From an optimization exercise on the open Yosys and OpenROAD flow, aimed at small area and a short achievable clock period; shortcuts taken in it are not production practice. At most, simulation tests tie the RTL to the original design; equivalence was not proved.

==> inputs of trial 11 <==
## case_ecc_codec
module case_ecc_codec (
    input  wire         clk,
    input  wire         rst,
    input  wire         enc_valid,
    input  wire [127:0] enc_data,
    output wire         enc_out_valid,
    output wire [31:0]  enc_out_check,
    input  wire         dec_valid,
    input  wire [159:0] dec_word,
    input  wire [19:0]  dec_erase,
    output wire         dec_out_valid,
    output wire [127:0] dec_out_data,
    output wire         dec_out_corrected,
    output wire         dec_out_uncorrectable,
    output wire [4:0]   dec_out_last_dev
);
Settings: LEC_CHECK=0, CAP_MARGIN=20, CORE_MARGIN=2, CORE_UTILIZATION=50, SLEW_MARGIN=20; clock period 16.0 ns.
standard.sh (not shown) runs the stock make flow with config.mk's settings and CLKGATE_MAP_FILE= SYNTH_SCRIPT=/design/flow/synth_recipe.tcl, a recipe that flattens the netlist after the stock synthesis.
==> flow/flow/run.sh <==
#!/bin/bash
# Standard ORFS layout (standard.sh) with two changes:
#  - the port buffers are buf_2 cells instead of the delay buffers that
#    buffer_ports picks by default (every port still gets its buffer);
#  - timing repair aims below the clock period (repair_timing's setup
#    margin), so it keeps improving the worst paths past the constraint.
bash standard.sh SETUP_SLACK_MARGIN=11.3 TNS_END_PERCENT=100 \
    "BUFFER_PORTS_ARGS=-buffer_cell sky130_fd_sc_hd__buf_2" finish > standard.log 2>&1
==> build 40 (differences from trial 11) <==
--- a/flow/design.v
+++ b/flow/design.v
@@ -2488,31 +2488,26 @@
     assign s3_c[4] = sx733;
     assign s3_c[5] = sx751;
     assign s3_c[6] = sx772;
     assign s3_c[7] = sx792;
     reg       e0;           
     reg [7:0] xa, xa2;      
-    reg [7:0] m1, m2, m3, m4;
     always @(*) begin
         e0  = (e0r == 20'd0);
         xa  = 8'h00;
         xa2 = 8'h00;
         for (j = 19; j >= 0; j = j - 1)
             if (e0r[j]) begin
                 xa  = dev_x(j);
                 xa2 = gf_sq(dev_x(j));
             end
-        m1 = gf_mul(s0_c, e0 ? s2_c : xa);     
-        m2 = gf_mul(s1_c, e0 ? s3_c : xa);     
-        m3 = gf_mul(s2_c, e0 ? s1_c : xa);     
-        m4 = gf_mul(s0_c, e0 ? s3_c : xa2);    
     end
     reg         v1;
     reg [127:0] data1;
     reg [19:0]  e1;
-    reg [7:0]   s0_1, s1_1, s2_1, s3_1, m1_1, m2_1, m3_1, m4_1;
+    reg [7:0]   s0_1, s1_1, s2_1, s3_1, xa1, xa2_1;
     reg         e0_1;
     reg [1:0]   ecnt1;
     always @(posedge clk) begin
         if (rst) v1 <= 1'b0;
         else     v1 <= v0;
         data1 <= w0[127:0];
@@ -2520,34 +2515,36 @@
         ecnt1 <= cnt3(e0r);
         e0_1  <= e0;
         s0_1  <= s0_c;
         s1_1  <= s1_c;
         s2_1  <= s2_c;
         s3_1  <= s3_c;
-        m1_1  <= m1;
-        m2_1  <= m2;
-        m3_1  <= m3;
-        m4_1  <= m4;
+        xa1   <= xa;
+        xa2_1 <= xa2;
     end
-    reg [7:0]  t0, t1, t2, dd, pp, qq, ax;
+    reg [7:0]  m1, m2, m3, m4, t0, t1, t2, dd, pp, qq, ax;
     reg [3:0]  nx;
     reg [19:0] hita_c, hitb_c;
     reg        tzero_c, t0nz_c, chka_c, dnz_c;
     wire [159:0] ca, cb;
     always @(*) begin
-        dd = gf_sq(s1_1) ^ m1_1;
-        qq = gf_sq(s2_1) ^ m2_1;
-        pp = m3_1 ^ m4_1;
-        t0 = s1_1 ^ (e0_1 ? 8'h00 : m1_1);
-        t1 = s2_1 ^ (e0_1 ? 8'h00 : m2_1);
-        t2 = s3_1 ^ (e0_1 ? 8'h00 : m3_1);
+        m1 = gf_mul(s0_1, e0_1 ? s2_1 : xa1);     
+        m2 = gf_mul(s1_1, e0_1 ? s3_1 : xa1);     
+        m3 = gf_mul(s2_1, e0_1 ? s1_1 : xa1);     
+        m4 = gf_mul(s0_1, e0_1 ? s3_1 : xa2_1);   
+        dd = gf_sq(s1_1) ^ m1;
+        qq = gf_sq(s2_1) ^ m2;
+        pp = m3 ^ m4;
+        t0 = s1_1 ^ (e0_1 ? 8'h00 : m1);
+        t1 = s2_1 ^ (e0_1 ? 8'h00 : m2);
+        t2 = s3_1 ^ (e0_1 ? 8'h00 : m3);
         tzero_c = (t0 == 8'h00) && (t1 == 8'h00) && (t2 == 8'h00);
         t0nz_c  = (t0 != 8'h00);
         chka_c  = (gf_mul(t0, t2) == gf_sq(t1));
         dnz_c   = (dd != 8'h00);
-        ax = to_tower(m4_1 ^ (e0_1 ? m3_1 : s2_1));
+        ax = to_tower(m4 ^ (e0_1 ? m3 : s2_1));
         nx = inv16(t_norm(ax));
     end
     wire cax0 = t0[6] ^ t0[7];
     wire cax1 = t0[4] ^ t0[5];
     wire cax2 = t0[2] ^ t0[3];
     wire cax3 = t0[0] ^ t0[1];
@@ -3543,31 +3540,33 @@
         end
     end
     reg         v2;
     reg [127:0] data2;
     reg [19:0]  e2, hit2;
     reg [1:0]   ecnt2;
-    reg [7:0]   s0_2, s1_2, zz2;
+    reg [7:0]   s0_2, s1_2, pz2;
+    reg [3:0]   nx2;
     reg         useb2, tzero2, t0nz2, chka2;
     always @(posedge clk) begin
         if (rst) v2 <= 1'b0;
         else     v2 <= v1;
         data2  <= data1;
         e2     <= e1;
         ecnt2  <= ecnt1;
         useb2  <= e0_1 && dnz_c;
         hit2   <= (e0_1 && dnz_c) ? hitb_c : hita_c;
         s0_2   <= s0_1;
         s1_2   <= s1_1;
-        zz2    <= to_poly(t_scale(nx, t_mul(to_tower(e0_1 ? dd : t0), t_conj(ax))));
+        nx2    <= nx;
+        pz2    <= t_mul(to_tower(e0_1 ? dd : t0), t_conj(ax));
         tzero2 <= tzero_c;
         t0nz2  <= t0nz_c;
         chka2  <= chka_c;
     end
     reg        f0, ok, corr, szero;
-    reg [7:0]  gg, hh;
+    reg [7:0]  zz, gg, hh;
     reg [19:0] bel, bele, mm, fixed;
     reg [4:0]  last;
     reg [127:0] data_c;
     wire [127:0] cs;    
     wire csx0 = gg[4] ^ gg[5];
     wire csx1 = gg[6] ^ gg[7];
@@ -3771,14 +3770,15 @@
         bel  = 20'd0;
         bele = 20'd0;
         for (j = 1; j < 20; j = j + 1) begin
             bel[j]  = bel[j-1] | hit2[j-1];
             bele[j] = bele[j-1] | e2[j-1];
         end
-        gg = gf_mul(s0_2, zz2);
-        hh = gf_mul(s1_2, zz2) ^ s0_2;
+        zz = to_poly(t_scale(nx2, pz2));
+        gg = gf_mul(s0_2, zz);
+        hh = gf_mul(s1_2, zz) ^ s0_2;
         szero = tzero2 && (s0_2 == 8'h00);
         case (ecnt2)
             2'd0: ok = useb2 ? ((hit2 & bel) != 20'd0)    
                              : (szero || (t0nz2 && chka2 && (hit2 != 20'd0)));
             2'd1: ok = tzero2 || (t0nz2 && chka2 && ((hit2 & ~e2) != 20'd0));
             2'd2: ok = tzero2 || (t0nz2 && chka2 && ((hit2 & e2 & bele) != 20'd0));
CORE_UTILIZATION = 45   (was 50)
==> run notes <==
Critical Path Stages 20; vias per cell 5.57; Final Cell Area around 70000 um2; largest net degree at the start of global routing 39; CP arrival between 5 and 6 ns; Setup Buffers After CTS 97; period utilization 31.2%; reg2reg end u_dec.zz2[1]$_DFF_P_; CTS resizes 264; DP Area roughly 64000 um2; Synth Instances 6251; status finished clean; non-clock buffer count 767
Source of the figures above: trial 11

==> run notes <==
met2 Use GR 56.6%; Met2 Wirelength 110 mm; Final Cell Area approximately 74000 um2; CP arrival 5.66 ns; non-clock buffer count 993; most frequent cells in the layout xnor2_1 (2224), dfxtp_1 (851), xor2_1 (586); largest net degree at the start of global routing 50; DP Area 63400 um2; vias per cell 5.42; period utilization 31.7%; Synth Instances about 6.2k; status finished clean; final-report max-slew violation count 0
Source of the figures above: build 40

The RTL of build 40 was laid out without a check of its function.

-- port drivers added, routing unchanged --
How much do the figures lean on ideal ports? The routed layouts below were timed once more, with nothing changed but the port constraints.
Step 1, drivers: a clkbuf_16 drives clk and a buf_2 each remaining input, both assumed.
Step 2 adds t to the input delays and takes it off the output delays; t is the mean of the earliest and latest rising clock arrival at the registers after step 1. Input paths then give back, and output paths get back, about the clock's delay inside the block.
a / b / c = ideal / step 1 / step 2; a / b = the first two.
| run | shift t [ns] | setup WS [ns] | hold WS [ns] | worst setup path after step 2 | clock arrival spread, ns |
|---|---|---|---|---|---|
| trial 11 | 0.787 | 11.006 / 11.006 / 11.006 | 0.313 / 0.313 / 0.313 | register to register | 0.059 / 0.060 |
| build 40 | 0.790 | 10.927 / 10.927 / 10.927 | 0.304 / 0.304 / 0.304 | register to register | 0.053 / 0.053 |
After both steps every run listed still meets setup and hold.
